Source: an optimization exercise on an open RTL-to-GDS flow (aim: small area and a short achievable clock period). Production flows keep margins and buffers that such runs may drop. RTL that was checked went through simulation tests only; none was proved equivalent to the original. Function not checked in runs 3 and 4: the RTL went through the layout flow alone.

`standard.sh`:
```
#!/bin/bash
# synth_recipe.tcl (not shown) runs the flow's synth.tcl, then flattens the netlist and writes it again
# the make line also repeats each setting of config.mk as NAME=value (left out here)
make -C /OpenROAD-flow-scripts/flow DESIGN_CONFIG=/design/flow/config.mk WORK_HOME=/design/flow/orfs CLKGATE_MAP_FILE= SYNTH_SCRIPT=/design/flow/synth_recipe.tcl "${@:-finish}"
```
`design.v`:
```
module rse_compose (
    input  wire        clk,
    input  wire        rst,
    input  wire        in_valid,
    input  wire [11:0] bg_y,
    input  wire [11:0] bg_cb,
    input  wire [11:0] bg_cr,
    input  wire        l0_cover,
    input  wire [7:0]  l0_alpha,
    input  wire [1:0]  l0_depth,
    input  wire [15:0] l0_y,
    input  wire [15:0] l0_cb,
    input  wire [15:0] l0_cr,
    input  wire        l1_cover,
    input  wire [7:0]  l1_alpha,
    input  wire [1:0]  l1_depth,
    input  wire [15:0] l1_y,
    input  wire [15:0] l1_cb,
    input  wire [15:0] l1_cr,
    input  wire        l2_cover,
    input  wire [7:0]  l2_alpha,
    input  wire [1:0]  l2_depth,
    input  wire [15:0] l2_y,
    input  wire [15:0] l2_cb,
    input  wire [15:0] l2_cr,
    input  wire        l3_cover,
    input  wire [7:0]  l3_alpha,
    input  wire [1:0]  l3_depth,
    input  wire [15:0] l3_y,
    input  wire [15:0] l3_cb,
    input  wire [15:0] l3_cr,
    output reg         out_valid,
    output reg  [11:0] out_y,
    output reg  [11:0] out_cb,
    output reg  [11:0] out_cr
);
    function [11:0] widen(input [1:0] depth, input [15:0] raw);
        case (depth)
            2'd1:    widen = {raw[9:0], 2'b00};
            2'd2:    widen = raw[11:0];
            default: widen = {raw[7:0], 4'b0000};
        endcase
    endfunction
    function [39:0] numer_cs(input [7:0] alpha, input [11:0] s, input [11:0] o);
        reg [11:0] p [0:7];
        reg s1, c2, s3, c4, s5, c6, s7, c8, s9, c10, s11, c12, s13, c14, s15, c16, s17, c18, s19, c20, s21, c22, s23, c24, s25, c26, s27, c28, s29, c30, s31, c32, s33, c34, s35, c36, s37, c38, s39, c40, s41, c42, s43, c44, s45, c46, s47, c48, s49, c50, s51, c52, s53, c54, s55, c56, s57, c58, s59, c60, s61, c62, s63, c64, s65, c66, s67, c68, s69, c70, s71, c72, s73, c74, s75, c76, s77, c78, s79, c80, s81, c82, s83, c84, s85, c86, s87, c88, s89, c90, s91, c92, s93, c94, s95, c96, s97, c98, s99, c100, s101, c102, s103, c104, s105, c106, s107, c108, s109, c110, s111, c112, s113, c114, s115, c116, s117, c118, s119, c120, s121, c122, s123, c124, s125, c126, s127, c128, s129, c130, s131, c132;
        integer i;
        begin
            for (i = 0; i < 8; i = i + 1)
                p[i] = alpha[i] ? s : o;
            s1 = p[0][6] ^ p[1][5]; c2 = p[0][6] & p[1][5];
            s3 = p[0][7] ^ p[1][6] ^ p[2][5]; c4 = (p[0][7] & p[1][6]) | (p[0][7] & p[2][5]) | (p[1][6] & p[2][5]);
            s5 = p[3][4] ^ p[4][3] ^ p[5][2]; c6 = (p[3][4] & p[4][3]) | (p[3][4] & p[5][2]) | (p[4][3] & p[5][2]);
            s7 = p[0][8] ^ p[1][7] ^ p[2][6]; c8 = (p[0][8] & p[1][7]) | (p[0][8] & p[2][6]) | (p[1][7] & p[2][6]);
            s9 = p[3][5] ^ p[4][4] ^ p[5][3]; c10 = (p[3][5] & p[4][4]) | (p[3][5] & p[5][3]) | (p[4][4] & p[5][3]);
            s11 = p[0][9] ^ p[1][8] ^ p[2][7]; c12 = (p[0][9] & p[1][8]) | (p[0][9] & p[2][7]) | (p[1][8] & p[2][7]);
            s13 = p[3][6] ^ p[4][5] ^ p[5][4]; c14 = (p[3][6] & p[4][5]) | (p[3][6] & p[5][4]) | (p[4][5] & p[5][4]);
            s15 = p[0][10] ^ p[1][9] ^ p[2][8]; c16 = (p[0][10] & p[1][9]) | (p[0][10] & p[2][8]) | (p[1][9] & p[2][8]);
            s17 = p[3][7] ^ p[4][6] ^ p[5][5]; c18 = (p[3][7] & p[4][6]) | (p[3][7] & p[5][5]) | (p[4][6] & p[5][5]);
            s19 = p[0][11] ^ p[1][10] ^ p[2][9]; c20 = (p[0][11] & p[1][10]) | (p[0][11] & p[2][9]) | (p[1][10] & p[2][9]);
            s21 = p[3][8] ^ p[4][7] ^ p[5][6]; c22 = (p[3][8] & p[4][7]) | (p[3][8] & p[5][6]) | (p[4][7] & p[5][6]);
            s23 = p[1][11] ^ p[2][10] ^ p[3][9]; c24 = (p[1][11] & p[2][10]) | (p[1][11] & p[3][9]) | (p[2][10] & p[3][9]);
            s25 = p[4][8] ^ p[5][7]; c26 = p[4][8] & p[5][7];
            s27 = p[2][11] ^ p[3][10] ^ p[4][9]; c28 = (p[2][11] & p[3][10]) | (p[2][11] & p[4][9]) | (p[3][10] & p[4][9]);
            s29 = p[0][4] ^ p[1][3]; c30 = p[0][4] & p[1][3];
            s31 = p[0][5] ^ p[1][4] ^ p[2][3]; c32 = (p[0][5] & p[1][4]) | (p[0][5] & p[2][3]) | (p[1][4] & p[2][3]);
            s33 = p[3][2] ^ p[4][1]; c34 = p[3][2] & p[4][1];
            s35 = s1 ^ p[2][4] ^ p[3][3]; c36 = (s1 & p[2][4]) | (s1 & p[3][3]) | (p[2][4] & p[3][3]);
            s37 = p[4][2] ^ p[5][1] ^ p[6][0]; c38 = (p[4][2] & p[5][1]) | (p[4][2] & p[6][0]) | (p[5][1] & p[6][0]);
            s39 = s3 ^ s5 ^ p[6][1]; c40 = (s3 & s5) | (s3 & p[6][1]) | (s5 & p[6][1]);
            s41 = p[7][0] ^ 1'b1 ^ c2; c42 = (p[7][0] & 1'b1) | (p[7][0] & c2) | (1'b1 & c2);
            s43 = s7 ^ s9 ^ p[6][2]; c44 = (s7 & s9) | (s7 & p[6][2]) | (s9 & p[6][2]);
            s45 = p[7][1] ^ c4 ^ c6; c46 = (p[7][1] & c4) | (p[7][1] & c6) | (c4 & c6);
            s47 = s11 ^ s13 ^ p[6][3]; c48 = (s11 & s13) | (s11 & p[6][3]) | (s13 & p[6][3]);
            s49 = p[7][2] ^ c8 ^ c10; c50 = (p[7][2] & c8) | (p[7][2] & c10) | (c8 & c10);
            s51 = s15 ^ s17 ^ p[6][4]; c52 = (s15 & s17) | (s15 & p[6][4]) | (s17 & p[6][4]);
            s53 = p[7][3] ^ c12 ^ c14; c54 = (p[7][3] & c12) | (p[7][3] & c14) | (c12 & c14);
            s55 = s19 ^ s21 ^ p[6][5]; c56 = (s19 & s21) | (s19 & p[6][5]) | (s21 & p[6][5]);
            s57 = p[7][4] ^ c16 ^ c18; c58 = (p[7][4] & c16) | (p[7][4] & c18) | (c16 & c18);
            s59 = s23 ^ s25 ^ p[6][6]; c60 = (s23 & s25) | (s23 & p[6][6]) | (s25 & p[6][6]);
            s61 = p[7][5] ^ c20 ^ c22; c62 = (p[7][5] & c20) | (p[7][5] & c22) | (c20 & c22);
            s63 = s27 ^ p[5][8] ^ p[6][7]; c64 = (s27 & p[5][8]) | (s27 & p[6][7]) | (p[5][8] & p[6][7]);
            s65 = p[7][6] ^ c24 ^ c26; c66 = (p[7][6] & c24) | (p[7][6] & c26) | (c24 & c26);
            s67 = p[3][11] ^ p[4][10] ^ p[5][9]; c68 = (p[3][11] & p[4][10]) | (p[3][11] & p[5][9]) | (p[4][10] & p[5][9]);
            s69 = p[6][8] ^ p[7][7] ^ c28; c70 = (p[6][8] & p[7][7]) | (p[6][8] & c28) | (p[7][7] & c28);
            s71 = p[4][11] ^ p[5][10] ^ p[6][9]; c72 = (p[4][11] & p[5][10]) | (p[4][11] & p[6][9]) | (p[5][10] & p[6][9]);
            s73 = p[0][3] ^ p[1][2]; c74 = p[0][3] & p[1][2];
            s75 = s29 ^ p[2][2] ^ p[3][1]; c76 = (s29 & p[2][2]) | (s29 & p[3][1]) | (p[2][2] & p[3][1]);
            s77 = s31 ^ s33 ^ p[5][0]; c78 = (s31 & s33) | (s31 & p[5][0]) | (s33 & p[5][0]);
            s79 = s35 ^ s37 ^ c32; c80 = (s35 & s37) | (s35 & c32) | (s37 & c32);
            s81 = s39 ^ s41 ^ c36; c82 = (s39 & s41) | (s39 & c36) | (s41 & c36);
            s83 = s43 ^ s45 ^ c40; c84 = (s43 & s45) | (s43 & c40) | (s45 & c40);
            s85 = s47 ^ s49 ^ c44; c86 = (s47 & s49) | (s47 & c44) | (s49 & c44);
            s87 = s51 ^ s53 ^ c48; c88 = (s51 & s53) | (s51 & c48) | (s53 & c48);
            s89 = s55 ^ s57 ^ c52; c90 = (s55 & s57) | (s55 & c52) | (s57 & c52);
            s91 = s59 ^ s61 ^ c56; c92 = (s59 & s61) | (s59 & c56) | (s61 & c56);
            s93 = s63 ^ s65 ^ c60; c94 = (s63 & s65) | (s63 & c60) | (s65 & c60);
            s95 = s67 ^ s69 ^ c64; c96 = (s67 & s69) | (s67 & c64) | (s69 & c64);
            s97 = s71 ^ p[7][8] ^ c68; c98 = (s71 & p[7][8]) | (s71 & c68) | (p[7][8] & c68);
            s99 = p[5][11] ^ p[6][10] ^ p[7][9]; c100 = (p[5][11] & p[6][10]) | (p[5][11] & p[7][9]) | (p[6][10] & p[7][9]);
            s101 = p[0][2] ^ p[1][1]; c102 = p[0][2] & p[1][1];
            s103 = s73 ^ p[2][1] ^ p[3][0]; c104 = (s73 & p[2][1]) | (s73 & p[3][0]) | (p[2][1] & p[3][0]);
            s105 = s75 ^ p[4][0] ^ c74; c106 = (s75 & p[4][0]) | (s75 & c74) | (p[4][0] & c74);
            s107 = s77 ^ c30 ^ c76; c108 = (s77 & c30) | (s77 & c76) | (c30 & c76);
            s109 = s79 ^ c34 ^ c78; c110 = (s79 & c34) | (s79 & c78) | (c34 & c78);
            s111 = s81 ^ c38 ^ c80; c112 = (s81 & c38) | (s81 & c80) | (c38 & c80);
            s113 = s83 ^ c42 ^ c82; c114 = (s83 & c42) | (s83 & c82) | (c42 & c82);
            s115 = s85 ^ c46 ^ c84; c116 = (s85 & c46) | (s85 & c84) | (c46 & c84);
            s117 = s87 ^ c50 ^ c86; c118 = (s87 & c50) | (s87 & c86) | (c50 & c86);
            s119 = s89 ^ c54 ^ c88; c120 = (s89 & c54) | (s89 & c88) | (c54 & c88);
            s121 = s91 ^ c58 ^ c90; c122 = (s91 & c58) | (s91 & c90) | (c58 & c90);
            s123 = s93 ^ c62 ^ c92; c124 = (s93 & c62) | (s93 & c92) | (c62 & c92);
            s125 = s95 ^ c66 ^ c94; c126 = (s95 & c66) | (s95 & c94) | (c66 & c94);
            s127 = s97 ^ c70 ^ c96; c128 = (s97 & c70) | (s97 & c96) | (c70 & c96);
            s129 = s99 ^ c72 ^ c98; c130 = (s99 & c72) | (s99 & c98) | (c72 & c98);
            s131 = p[6][11] ^ p[7][10] ^ c100; c132 = (p[6][11] & p[7][10]) | (p[6][11] & c100) | (p[7][10] & c100);
            numer_cs = {1'b0, p[7][11], s131, s129, s127, s125, s123, s121, s119, s117, s115, s113, s111, s109, s107, s105, s103, s101, p[0][1], p[0][0], 1'b0, c132, c130, c128, c126, c124, c122, c120, c118, c116, c114, c112, c110, c108, c106, c104, c102, p[2][0], p[1][0], 1'b0};
        end
    endfunction
    function [19:0] numer(input [7:0] alpha, input [11:0] s, input [11:0] o);
        reg [39:0] cs;
        begin
            cs = numer_cs(alpha, s, o);
            numer = cs[39:20] + cs[19:0];
        end
    endfunction
    function [11:0] div255(input [19:0] z);
        reg [12:0] t;
        reg [8:0]  ec;
        begin
            t  = {1'b0, z[19:8]} + {5'd0, z[7:0]};
            ec = {1'b0, t[7:0]} + {4'd0, t[12:8]};
            div255 = z[19:8] + {7'd0, t[12:8]} + {11'd0, ec[8]};
        end
    endfunction
    reg        v0;
    reg [35:0] c0;
    reg [43:0] l0 [0:3];       
    always @(posedge clk) begin
        v0 <= in_valid & ~rst;
        c0 <= {bg_y, bg_cb, bg_cr};
        l0[0] <= {l0_cover ? l0_alpha : 8'd0,
                  widen(l0_depth, l0_y), widen(l0_depth, l0_cb), widen(l0_depth, l0_cr)};
        l0[1] <= {l1_cover ? l1_alpha : 8'd0,
                  widen(l1_depth, l1_y), widen(l1_depth, l1_cb), widen(l1_depth, l1_cr)};
        l0[2] <= {l2_cover ? l2_alpha : 8'd0,
                  widen(l2_depth, l2_y), widen(l2_depth, l2_cb), widen(l2_depth, l2_cr)};
        l0[3] <= {l3_cover ? l3_alpha : 8'd0,
                  widen(l3_depth, l3_y), widen(l3_depth, l3_cb), widen(l3_depth, l3_cr)};
    end
    reg        vn [0:3];
    reg [59:0] zn [0:3];
    reg        vd [0:3];
    reg [35:0] od [0:3];
    reg [175:0] ln [0:3];
    reg [175:0] ld [0:3];
    wire        vi [0:3];
    wire [35:0] oi [0:3];
    wire [175:0] li [0:3];
    assign vi[0] = v0;
    assign oi[0] = c0;
    assign li[0] = {l0[3], l0[2], l0[1], l0[0]};
    genvar k;
    generate
        for (k = 0; k < 4; k = k + 1) begin : g_layer
            if (k > 0) begin : g_in
                assign vi[k] = vd[k-1];
                assign oi[k] = od[k-1];
                assign li[k] = ld[k-1];
            end
            wire [7:0]  alpha = li[k][44*k+43:44*k+36];
            wire [35:0] smp   = li[k][44*k+35:44*k];
            always @(posedge clk) begin
                vn[k] <= vi[k] & ~rst;
                zn[k] <= {numer(alpha, smp[35:24], oi[k][35:24]),
                          numer(alpha, smp[23:12], oi[k][23:12]),
                          numer(alpha, smp[11:0],  oi[k][11:0])};
                ln[k] <= li[k];
                vd[k] <= vn[k] & ~rst;
                od[k] <= {div255(zn[k][59:40]), div255(zn[k][39:20]), div255(zn[k][19:0])};
                ld[k] <= ln[k];
            end
        end
    endgenerate
    always @(*) begin
        out_valid = vd[3];
        {out_y, out_cb, out_cr} = od[3];
    end
endmodule
```
`config.mk`:
```
export PLATFORM = sky130hd
export DESIGN_NAME = rse_compose
export DESIGN_NICKNAME = rse_compose
export VERILOG_FILES = /design/flow/design.v
export SDC_FILE = /design/flow/constraint.sdc
export NUM_CORES = 4
export LEC_CHECK = 0
export CAP_MARGIN = 20
export CORE_MARGIN = 2
export CORE_UTILIZATION = 40
export SLEW_MARGIN = 20
```
`constraint.sdc`:
```
create_clock -name core_clock -period 20.0 [get_ports {clk}]
set_input_delay 4.0000 -clock core_clock [delete_from_list [all_inputs] [get_ports {clk}]]
set_output_delay 4.0000 -clock core_clock [all_outputs]
set_load 0.01 [all_outputs]
```
`flow/run.sh`:
```
#!/bin/bash
# The standard layout, with plain buffers (not delay cells) on the ports.
set -euo pipefail
export BUFFER_PORTS_ARGS="-buffer_cell sky130_fd_sc_hd__buf_2"
bash standard.sh > make_flow.log 2>&1
```
==> results of run 1 <==
-- metal layers --
layer | part of all wire, % | up-vias | GRT usage [%] | wire length [um]
met3 | 3.5 | 271 | 2.271 | 5637
met5 | 0.0080 | - | 0 | 13
met1 | 44 | 23417 | 21.77 | 71790
met4 | 3.4 | 2 | 6.330 | 5561
li1 | - | 23330 | - | -
met2 | 49 | 835 | 30.64 | 80070
-- cell families after synthesis --
kind of cell | count (synthesis)
compound gates | 992
xor+xnor | 377
fa+ha+maj | 1256
buf+inv | 1032
flops | 1133
mux | 1169
simple gates | 835
-- flip-flops by register name, summed over array words and instances (netlist names), 4 cells and up --
register,flops
ld,264
vd,4
c0,36
zn,240
vn,4
l0,176
od,144
ln,264
-- worst min path at each step --
stage	end	slack, ns	cells past startpoint
floorplan	ld[0][100]	0.31	0
global placement	ld[2][147]	0.31	0
detailed placement	ld[0][87]	0.31	0
CTS	ld[2][173]	0.27	0
global route	ld[2][173]	0.29	0
finish	ld[2][173]	0.29	0
-- layout by cell type, fill, tap and decap left out, types with 78 or more instances in the layout --
cell type / instances
a21o_1: 132
mux2i_1: 610
fa_1: 756
buf_2: 263
nor2b_1: 78
inv_1: 825
mux2_2: 559
a21oi_1: 203
o21ai_0: 280
xnor2_1: 266
xor2_1: 111
nor2_1: 204
a22oi_1: 121
dfxtp_1: 1101
nand2_1: 231
ha_1: 497
clkbuf_16: 118
-- final cells by class --
type | count | area, um2
Timing Repair Buffer | 301 | 1602
Tap cell | 2464 | 3083
Clock inverter | 72 | 970.9
Multi-Input combinational cell | 4629 | 47550
Antenna cell | 1 | 2.502
Clock buffer | 151 | 3297
Sequential cell | 1133 | 22720
Fill cell | 17112 | 101300
Inverter | 825 | 3097
-- worst max-delay path, cell delays in order (launching register included) --
cell and delay, ns:
dfxtp_2 0.67, buf_4 0.50, mux2i_1 0.18, fa_1 0.56, inv_1 0.05, fa_1 0.48, fa_1 0.49, inv_1 0.05
fa_1 0.48, inv_1 0.05, ha_1 0.34, and2_1 0.16, or4_1 0.42, o21ai_1 0.19, a21boi_1 0.14, a31oi_1 0.23
o21ai_1 0.12, a31o_2 0.27
==> results.cfg, run 1 <==
[clock_tree]
cts_tree = built
clk_latency_ns = 0.79
cts_max_path_buffers = 3
hold_buffers = 0
clock_sinks = 1133
numCtsBuffers = 118
clk_pin_slew_worst_paths_ns = 0.07
postCtsSetupRepairBufs = 0
cts_resized = 0
h-tree-depth = 3
cts-root-buf = clkbuf_16

[floorplanning]
core.rowCount = 157
start_util_pct = 40.34
die_area_um2 = 188700
die_x_um = 434.4
die_height_um = 434.4
core_um2 = 183700
pin_count = 312

[timing]
period_share_pct = 27.72
whs_ns = 0.2885
hold_violations = 0
relSlewSlack_pct = 28.25
setup_ws_ns = 14.46
clock_skew_ns = 0.04618
drv_slew = 0
min_period_ns = 5.544
rsz0062_at_grt = false
setup_viol = 0
tns_ns = 0
worst_slew_pin_slew_ns = 1.076
timing.fmax_ghz = 0.1804

[critical_path]
r2r_start = ld[2][173]
critical_path_class = reg2reg
critPathLaunch = ld[2][173]
worstSetupEndpoint = zn[3][39]
crit_path_max_fanout = 24
r2r_cells = 17
cp-end-kind = flip-flop
cp.required_ns = 20.65
crit_arrival_ns = 6.20
worstSetupStartpointType = flip-flop
r2r_setup_slack_ns = 14.46
r2r_end = zn[3][39]

[cells_and_area]
fin_area_um2 = 82320
drive_above_1_share_pct = 15.88
final-instance-count-excl-fill = 9576
area_delta_synth_final_pct = 11.10
nets = 8539
final_util_pct = 44.82

[grt]
grt_max_degree = 55
first_global_vias = 51084
grt_usage_pct = 17.42
grt_overflow = 0
grt_first_pass_wirelength_um = 266600
antenna_found_initial = 3

[route]
wirelength_um = 163100
first_pass_iters = 5
avgViaCountPerCell = 4.997
route.detailed.wl_per_inst_um = 17.03
drt_iter0_markers = 2166
ant_nets = 0
drc = 0
num_vias = 47855

[worst_hold_path]
hp-class = reg2reg
min_from = ln[2][173]

[logic_synthesis]
synth.distinct_cells = 76
syn_area_um2 = 74100
synth_ff_type = dfxtp_1
synth_xor_area_share_pct = 4.456
yosysWarnings = 20
synth-simple-area-share_pct = 5.511
synth_area_leaders = dfxtp_1, fa_1, mux2_2
synth_top_area_share_pct = 30.61
synth_most_common_cell = dfxtp_1
yosys_register_bits = 1133
synth-compound-area-share_pct = 8.590
ys_top_cells_by_count = dfxtp_1, inv_1, fa_1
synth_top_family_by_area = adder cells
synth-async-reset-ratio_pct = 0
synth_edf_count = 0
syn_nets = 8325
synthCells = 6794
seq_area_frac_synth_pct = 30.61
synthAdderAreaFrac_pct = 28.87
yosys.area.top_type = dfxtp_1
syn_area_per_cell_um2 = 10.91
synthMuxAreaShare_pct = 16.74

[placed_design]
io_buffer_count = 263
gp_congestion = 0.8679
dp_slack_ns = 14.07
post-dp-hpwl_um = 123500
place_area_um2 = 78040
dpl.cell_count = 9352

[run]
maxCapViolations = 0

[run_status]
outcome = finished clean
==> inputs of run 2 (changes only) <==
==> flow/run.sh (replaced) <==
#!/bin/bash
# The standard layout, with plain buffers (not delay cells) on the ports,
# and timing repair aimed at a 5.2 ns cycle (slack 14.8 ns at the 20 ns clock).
set -euo pipefail
export BUFFER_PORTS_ARGS="-buffer_cell sky130_fd_sc_hd__buf_2"
export SETUP_SLACK_MARGIN=14.8
bash standard.sh > make_flow.log 2>&1
==> results.cfg, run 2 <==
[run_status]
outcome = finished clean

[critical_path]
critPathMaxStageDelay_ns = 0.33
critical_path_class = reg2out
cp-end-kind = output port
worstSetupStartpointType = flip-flop
crit_arrival_ns = 1.24
cp_cell_sequence = buf_6
slowest_stage = dfxtp_2
cp_top_family = flip-flops
cp.required_ns = 16.00
critPathBufInv = 1
crit_path_max_fanout = 1

[floorplanning]
pin_count = 312
die_area_um2 = 188700
core.rowCount = 157
die_height_um = 434.4
start_util_pct = 40.34
core_um2 = 183700
die_x_um = 434.4

[clock_tree]
hold_buffers = 0
cts_max_path_buffers = 3
cts_tree = built
numCtsBuffers = 120
clk_pin_slew_worst_paths_ns = 0.07
h-tree-depth = 3
clk_latency_ns = 0.80
clock_sinks = 1133
cts-root-buf = clkbuf_16

[cells_and_area]
drive_above_1_share_pct = 18.15
final_cell_mix = dfxtp_1, inv_1, fa_1
largest_registers = ld (264), ln (264), zn (240)
final_common_cell = dfxtp_1
fin_area_um2 = 84170
nets = 8656
area_delta_synth_final_pct = 13.59
final_util_pct = 45.82
final-instance-count-excl-fill = 9692

[placed_design]
place_area_um2 = 78040
post-dp-hpwl_um = 124000
gp_congestion = 0.8620
io_buffer_count = 263
dp_slack_ns = 14.09
dpl.cell_count = 9352

[timing]
timing.fmax_ghz = 0.1908
min_period_ns = 5.241
whs_ns = 0.2901
clock_skew_ns = 0.06444
setup_viol = 0
rsz0062_at_grt = true
period_share_pct = 26.21
worst_slew_pin_slew_ns = 1.019
relSlewSlack_pct = 32.06
hold_violations = 0
drv_slew = 0
tns_ns = 0
setup_ws_ns = 14.76

[route]
drt_iter0_markers = 2053
drc = 0
num_vias = 48568
ant_nets = 0
route.detailed.wl_per_inst_um = 17.62
wirelength_um = 170800
first_pass_iters = 8
avgViaCountPerCell = 5.011

[grt]
grt_overflow = 0
antenna_found_initial = 2
grt_usage_pct = 17.52
first_global_vias = 51613
grt_max_degree = 55
grt_first_pass_wirelength_um = 269500

[logic_synthesis]
yosys_register_bits = 1133
synth_area_leaders = dfxtp_1, fa_1, mux2_2
synth-async-reset-ratio_pct = 0
synth.distinct_cells = 76
synth_edf_count = 0
syn_nets = 8325
syn_area_per_cell_um2 = 10.91
seq_area_frac_synth_pct = 30.61
ys_top_cells_by_count = dfxtp_1, inv_1, fa_1
synth_most_common_cell = dfxtp_1
yosys.area.top_type = dfxtp_1
synthCells = 6794
synth_top_area_share_pct = 30.61
synth_ff_type = dfxtp_1
yosysWarnings = 20
syn_area_um2 = 74100

[worst_hold_path]
hp-class = reg2reg

[run]
maxCapViolations = 0
## run 2: cell counts after synthesis
No cell type changed its count.
## run 2: cells by family after synthesis
family,synth area share (%)
buffers and inverters,5.229
DFF,30.61
and+or+nand+nor,5.511
AOI/OAI and AO/OA,8.590
muxes,16.74
adders and majority gates,28.87
xor gates and xnor gates,4.456
## run 2: worst paths after layout
kind,startpoint,to,slack [ns],cells past startpoint
min,ln[0][84],ld[0][84],0.29,0
max reg2reg,ld[0][84],zn[1][57],14.96,17
min reg2reg,ln[0][84],ld[0][84],0.29,0
max,od[3][26],out_y[2],14.76,1
## run 2: layer usage
metal	GRT usage, %	vias to the layer above	share of wire [%]
met3	2.336	260	3.2
met2	30.79	789	49
li1	-	23547	-
met1	21.94	23972	44
met5	0	-	0
met4	6.204	0	3.5
## run 2: layout make-up
class	instances	area (um2)
tap	2464	3083
inverter	825	3097
clock inverter	79	984.7
clock buffer	145	3237
timing repair buffer	416	3187
antenna	1	2.502
fill	16953	99500
multi-input combinational	4629	47800
sequential	1133	22780
## run 2: repair_timing
action                                  CTS  global route
pin swaps                                 0            14
endpoints found under the setup margin   65           106
gates cloned                              0            17
resized for setup                        55           146
buffers inserted                          0            98
==> inputs of run 3 (changes only) <==
--- a/design.v
+++ b/design.v
@@ -136,9 +136,15 @@
     reg        v0;
     reg [35:0] c0;
     reg [43:0] l0 [0:3];       
+    reg [7:0]  na0;            
+    reg [7:0]  ra0;            
+    reg        rc0;            
     always @(posedge clk) begin
         v0 <= in_valid & ~rst;
         c0 <= {bg_y, bg_cb, bg_cr};
+        na0   <= ~(l0_cover ? l0_alpha : 8'd0);
+        ra0   <= l0_alpha;
+        rc0   <= l0_cover;
         l0[0] <= {l0_cover ? l0_alpha : 8'd0,
                   widen(l0_depth, l0_y), widen(l0_depth, l0_cb), widen(l0_depth, l0_cr)};
         l0[1] <= {l1_cover ? l1_alpha : 8'd0,
@@ -154,6 +160,9 @@
     reg [35:0] od [0:3];
     reg [175:0] ln [0:3];
     reg [175:0] ld [0:3];
+    reg [7:0]   xan [0:3];     
+    reg [7:0]   nad [0:3];     
+    reg [7:0]   xad [0:3];     
     wire        vi [0:3];
     wire [35:0] oi [0:3];
     wire [175:0] li [0:3];
@@ -169,16 +178,29 @@
                 assign li[k] = ld[k-1];
             end
             wire [7:0]  alpha = li[k][44*k+43:44*k+36];
+            wire [7:0]  alpha_cb, alpha_cr;
+            if (k == 0) begin : g_a0
+                assign alpha_cb = ~na0;
+                assign alpha_cr = ra0 & {8{rc0}};
+            end else begin : g_a
+                assign alpha_cb = ~nad[k-1];
+                assign alpha_cr = xad[k-1];
+            end
             wire [35:0] smp   = li[k][44*k+35:44*k];
             always @(posedge clk) begin
                 vn[k] <= vi[k] & ~rst;
                 zn[k] <= {numer(alpha, smp[35:24], oi[k][35:24]),
-                          numer(alpha, smp[23:12], oi[k][23:12]),
-                          numer(alpha, smp[11:0],  oi[k][11:0])};
+                          numer(alpha_cb, smp[23:12], oi[k][23:12]),
+                          numer(alpha_cr, smp[11:0],  oi[k][11:0])};
                 ln[k] <= li[k];
                 vd[k] <= vn[k] & ~rst;
                 od[k] <= {div255(zn[k][59:40]), div255(zn[k][39:20]), div255(zn[k][19:0])};
                 ld[k] <= ln[k];
+                if (k < 3) begin
+                    xan[k] <= ~li[k][44*k+87:44*k+80];
+                    nad[k] <= ~ln[k][44*k+87:44*k+80];
+                    xad[k] <= ~xan[k];
+                end
             end
         end
     endgenerate
==> results.cfg, run 3 <==
[clock_tree]
clock_sinks = 1222
cts_max_path_buffers = 3
clk_pin_slew_worst_paths_ns = 0.06
hold_buffers = 0
clk_latency_ns = 0.79
h-tree-depth = 4
numCtsBuffers = 132
cts_tree = built
cts-root-buf = clkbuf_16

[timing]
timing.fmax_ghz = 0.1919
clock_skew_ns = 0.02610
setup_viol = 0
relSlewSlack_pct = 32.77
min_period_ns = 5.211
rsz0062_at_grt = true
whs_ns = 0.3163
period_share_pct = 26.06
drv_slew = 0
tns_ns = 0
worst_slew_pin_slew_ns = 1.008
hold_violations = 0

[critical_path]
r2r_start = ld[0][82]
cp_top_family = flip-flops
critPathMaxStageDelay_ns = 0.32
crit_arrival_ns = 1.21
worstSetupStartpointType = flip-flop
critical_path_class = reg2out
r2r_cells = 17
crit_path_max_fanout = 1
cp-end-kind = output port
cp.required_ns = 16.00
slowest_stage = dfxtp_2
critPathBufInv = 1
cp_cell_sequence = buf_6
critPathLaunch = od[3][5]
r2r_setup_slack_ns = 15.01
r2r_end = zn[1][58]

[logic_synthesis]
synthCells = 6918
synth_edf_count = 0
yosysWarnings = 23
synth_top_area_share_pct = 32.17
ys_top_cells_by_count = dfxtp_1, inv_1, fa_1
synth_most_common_cell = dfxtp_1
synth_ff_type = dfxtp_1
yosys.area.top_type = dfxtp_1
synth_area_leaders = dfxtp_1, fa_1, mux2_2
synth-async-reset-ratio_pct = 0
yosys_register_bits = 1222
syn_nets = 8449
synth.distinct_cells = 70
seq_area_frac_synth_pct = 32.17
syn_area_per_cell_um2 = 10.99
syn_area_um2 = 76040

[route]
drt_iter0_markers = 2011
drc = 0
avgViaCountPerCell = 4.980
wirelength_um = 169000
num_vias = 48895
ant_nets = 0
first_pass_iters = 5
route.detailed.wl_per_inst_um = 17.21

[cells_and_area]
nets = 8727
final_common_cell = dfxtp_1
largest_registers = ld (264), ln (264), zn (240)
drive_above_1_share_pct = 17.68
area_delta_synth_final_pct = 12.56
final_cell_mix = dfxtp_1, inv_1, fa_1
nFillCells = 17568
final_util_pct = 45.15
fin_area_um2 = 85600

[floorplanning]
pin_count = 312
core_um2 = 189600
die_x_um = 440.0
core.rowCount = 160
die_area_um2 = 193600
die_height_um = 440.0
start_util_pct = 40.11

[worst_hold_path]
min_from = l0[1][23]
hold_end = ln[0][67]
min_path_cells = 0
hp-class = reg2reg

[grt]
grt_max_degree = 55
first_global_vias = 51474
grt_overflow = 0
antenna_found_initial = 26
grt_first_pass_wirelength_um = 272400
grt_usage_pct = 17.43

[placed_design]
place_area_um2 = 79870
io_buffer_count = 263
post-dp-hpwl_um = 131500
gp_congestion = 0.8600

[run]
maxCapViolations = 0

[run_status]
outcome = finished clean
-- run 3: cell types whose count changed after synthesis, sizes merged, moves of 20 or more --
cell,delta
clkbuf,-110
dfxtp,+89
buf,+84
inv,+82
o21ai,-30
xor2,+23
a21boi,-20
mux2i,-20
nand2b,+20
-- run 3: layout make-up --
cell class                 count  area (um2)  share of cell area, %
timing repair buffer         325        1876                  2.191
inverter                     907        3405                  3.977
tap                         2511        3142                  3.670
clock buffer                 165        3660                  4.276
antenna                        7       17.52                0.02046
clock inverter                74        1051                  1.228
sequential                  1222       24630                  28.78
multi-input combinational   4608       47810                  55.86
-- run 3: layer usage --
layer / routed length, um / GRT usage [%]
met5: 144 / 0
met4: 6107 / 6.728
met3: 5817 / 2.858
met2: 84030 / 30.55
met1: 72870 / 21.33
-- run 3: stage by stage --
stage | std cells | worst slack [ns]
6_report | 9819 | 14.79
5_1_grt | 9818 | 14.72
4_1_cts | 9758 | 14.71
3_5_place_dp | 9517 | 14.17
3_3_place_gp | 9517 | 14.21
2_1_floorplan | 6918 | 14.81
-- run 3: kinds of logic after synthesis --
| family | after synthesis | synth area share (%) |
|---|---|---|
| buffers and inverters | 1088 | 5.370 |
| muxes | 1161 | 16.24 |
| adders and majority gates | 1256 | 28.13 |
| DFF | 1222 | 32.17 |
| xor gates and xnor gates | 393 | 4.526 |
| and+or+nand+nor | 853 | 5.596 |
| AOI/OAI and AO/OA | 945 | 7.972 |
-- run 3: how the worst max path moves through the flow --
| stage | end | slack [ns] | cells past startpoint |
|---|---|---|---|
| 4_1_cts | out_cr[2] | 14.71 | 1 |
| 5_1_grt | out_cr[3] | 14.72 | 1 |
| 6_report | out_cr[5] | 14.79 | 1 |
| 2_1_floorplan | zn[1][58] | 14.81 | 16 |
| 3_3_place_gp | l0[2][10] | 14.21 | 5 |
| 3_5_place_dp | l0[2][10] | 14.17 | 5 |
-- run 3: repair_timing --
item                                    CTS  global route
setup buffers                             2            54
endpoints found under the setup margin   63           104
gates resized for setup                  58           147
endpoints found under the hold margin     0             0
pin swaps                                 1            12
==> inputs of run 4 (changes only) <==
==> flow/run.sh (replaced) <==
#!/bin/bash
# The standard layout, with plain buffers (not delay cells) on the ports.
set -euo pipefail
export BUFFER_PORTS_ARGS="-buffer_cell sky130_fd_sc_hd__buf_2"
bash standard.sh > make_flow.log 2>&1
==> results.cfg, run 4 <==
[logic_synthesis]
synth.distinct_cells = 70
syn_area_per_cell_um2 = 10.99
synth_area_leaders = dfxtp_1, fa_1, mux2_2
ys_top_cells_by_count = dfxtp_1, inv_1, fa_1
yosys_register_bits = 1222
synth-async-reset-ratio_pct = 0
synth_edf_count = 0
synth_ff_type = dfxtp_1
synthCells = 6918
seq_area_frac_synth_pct = 32.17
synth_most_common_cell = dfxtp_1
syn_nets = 8449
syn_area_um2 = 76040
yosys.area.top_type = dfxtp_1
synth_top_area_share_pct = 32.17
yosysWarnings = 23

[timing]
period_share_pct = 28.80
setup_viol = 0
rsz0062_at_grt = false
min_period_ns = 5.759
tns_ns = 0
clock_skew_ns = 0.03525
hold_violations = 0
drv_slew = 0
whs_ns = 0.2914
relSlewSlack_pct = 31.15
worst_slew_pin_slew_ns = 1.033
timing.fmax_ghz = 0.1736

[worst_hold_path]
hold_end = ln[0][90]
hp-class = reg2reg
min_from = l0[2][2]
min_path_cells = 0

[route]
drt_iter0_markers = 2035
first_pass_iters = 5
route.detailed.wl_per_inst_um = 17.24
avgViaCountPerCell = 5.002
ant_nets = 0
wirelength_um = 168600
num_vias = 48905
drc = 0

[clock_tree]
cts_resized = 0
clk_pin_slew_worst_paths_ns = 0.06
cts_tree = built
hold_buffers = 0
numCtsBuffers = 135
clk_latency_ns = 0.81
cts-root-buf = clkbuf_16
h-tree-depth = 4
postCtsSetupRepairBufs = 0
cts_max_path_buffers = 3
clock_sinks = 1222

[floorplanning]
pin_count = 312
die_height_um = 440.0
die_area_um2 = 193600
start_util_pct = 40.11
die_x_um = 440.0
core_um2 = 189600
core.rowCount = 160

[critical_path]
r2r_start = ld[0][84]
worstSetupStartpointType = flip-flop
cp.required_ns = 20.68
cpMostUsedCell = fa_1
crit_arrival_ns = 6.44
crit_path_max_fanout = 12
critPathMaxStageDelay_ns = 0.86
cp-end-kind = flip-flop
r2r_cells = 15
r2r_setup_slack_ns = 14.24
critical_path_class = reg2reg
slowest_stage = dfxtp_1
r2r_end = zn[1][58]
cp_cell_sequence = mux2i_1 > fa_1 > fa_1 > fa_1 > fa_1 > inv_1 > ha_1 > a2111oi_0 > o21ai_1 > a221oi_2 > a21oi_2 > or4_1 > a31oi_1 > a21oi_1 > xor2_1

[placed_design]
dpl.cell_count = 9515
io_buffer_count = 263
place_area_um2 = 79860
post-dp-hpwl_um = 130900
gp_congestion = 0.8736

[cells_and_area]
largest_registers = ld (264), ln (264), zn (240)
fin_area_um2 = 84630
nets = 8673
final-instance-count-excl-fill = 9777
final_cell_mix = dfxtp_1, inv_1, fa_1
nFillCells = 17628
area_delta_synth_final_pct = 11.30
drive_above_1_share_pct = 14.96
final_common_cell = dfxtp_1

[grt]
grt_usage_pct = 17.40
antenna_found_initial = 22
grt_max_degree = 55
first_global_vias = 51373
grt_first_pass_wirelength_um = 271300
grt_overflow = 0

[run]
maxCapViolations = 0

[run_status]
outcome = finished clean
run 4: worst max path at each step:
stage	startpoint	end	slack, ns	cells past startpoint
floorplan	ld[0][82]	zn[1][58]	14.80	16
global placement	l2_depth[0]	l0[2][10]	14.22	5
detailed placement	l0_depth[0]	l0[0][21]	14.20	5
CTS	ld[0][84]	zn[1][58]	14.24	15
global route	rc0	zn[0][18]	13.95	17
finish	ld[0][84]	zn[1][58]	14.24	15
run 4: through the flow:
step	worst slack [ns]	util [%]
5_1_grt	13.95	44.64
2_1_floorplan	14.80	-
3_5_place_dp	14.20	42.12
6_report	14.24	44.64
3_3_place_gp	14.22	42.12
4_1_cts	14.24	44.61
run 4: logic make-up (layout without fill, tap and decap cells):
| group | Yosys count | in the layout | share of synthesized area [%] |
|---|---|---|---|
| fa+ha+maj | 1256 | 1256 | 28.13 |
| flops | 1222 | 1222 | 32.17 |
| mux | 1161 | 1161 | 16.24 |
| buf+inv | 1088 | 1421 | 5.370 |
| compound gates | 945 | 945 | 7.972 |
| simple gates | 853 | 853 | 5.596 |
| xor+xnor | 393 | 393 | 4.526 |
| other cells | 0 | 15 | 0 |
run 4: metal layers:
layer	wire length [um]	up-vias	global-route usage [%]
li1	-	23680	-
met1	72990	24039	21.33
met2	83170	870	30.40
met3	6237	296	2.765
met4	6034	20	7.021
met5	124	-	0
run 4: cell type report:
class                      instances  area [um2]  share of cell area (%)
multi-input combinational       4608       47510                   56.13
sequential                      1222       24460                   28.90
clock buffer                     172        3689                   4.358
inverter                         907        3405                   4.023
tap                             2511        3142                   3.712
timing repair buffer             268        1361                   1.608
clock inverter                    74        1031                   1.218
antenna                           15       37.54                 0.04435
run 4: critical path, delay by kind of cell (launching register included):
| kind | cells | cell delay (ns) |
|---|---|---|
| AOI/OAI and AO/OA | 6 | 1.51 |
| xor gates and xnor gates | 1 | 0.15 |
| adders and majority gates | 5 | 2.34 |
| buffers and inverters | 1 | 0.05 |
| DFF | 1 | 0.86 |
| muxes | 1 | 0.32 |
| and+or+nand+nor | 1 | 0.42 |

-- afterwards: timing with drivers on the ports --
How much do the figures lean on ideal ports? The routed layouts below were timed once more, with nothing changed but the port constraints. Step 1 (the two cells are an assumption about what drives the block):
set clk [get_ports {clk}]
set_driving_cell -lib_cell sky130_fd_sc_hd__clkbuf_16 $clk
set_driving_cell -lib_cell sky130_fd_sc_hd__buf_2 [delete_from_list [all_inputs] $clk]
Step 2 times the ports against the registers' clock, not the clock port: input delays grow and output delays shrink by t, the midpoint of the rising clock arrivals with the driver on. a / b / c = no drivers / after step 1 / after step 2; a / b = the first two.
| run | t (ns) | setup slack, ns | worst setup path at the end |
|---|---|---|---|
| run 1 | 0.839 | 14.456 / 14.456 / 14.232 | input to register |
| run 2 | 0.853 | 14.759 / 14.672 / 14.089 | input to register |
| run 3 | 0.853 | 14.789 / 14.709 / 14.253 | input to register |
| run 4 | 0.876 | 14.241 / 14.241 / 14.235 | input to register |
After both steps every run listed still meets setup and hold. For run 2, which loses most, drivers alone change the setup slack by -0.087 ns; drivers and shift together by -0.670 ns.
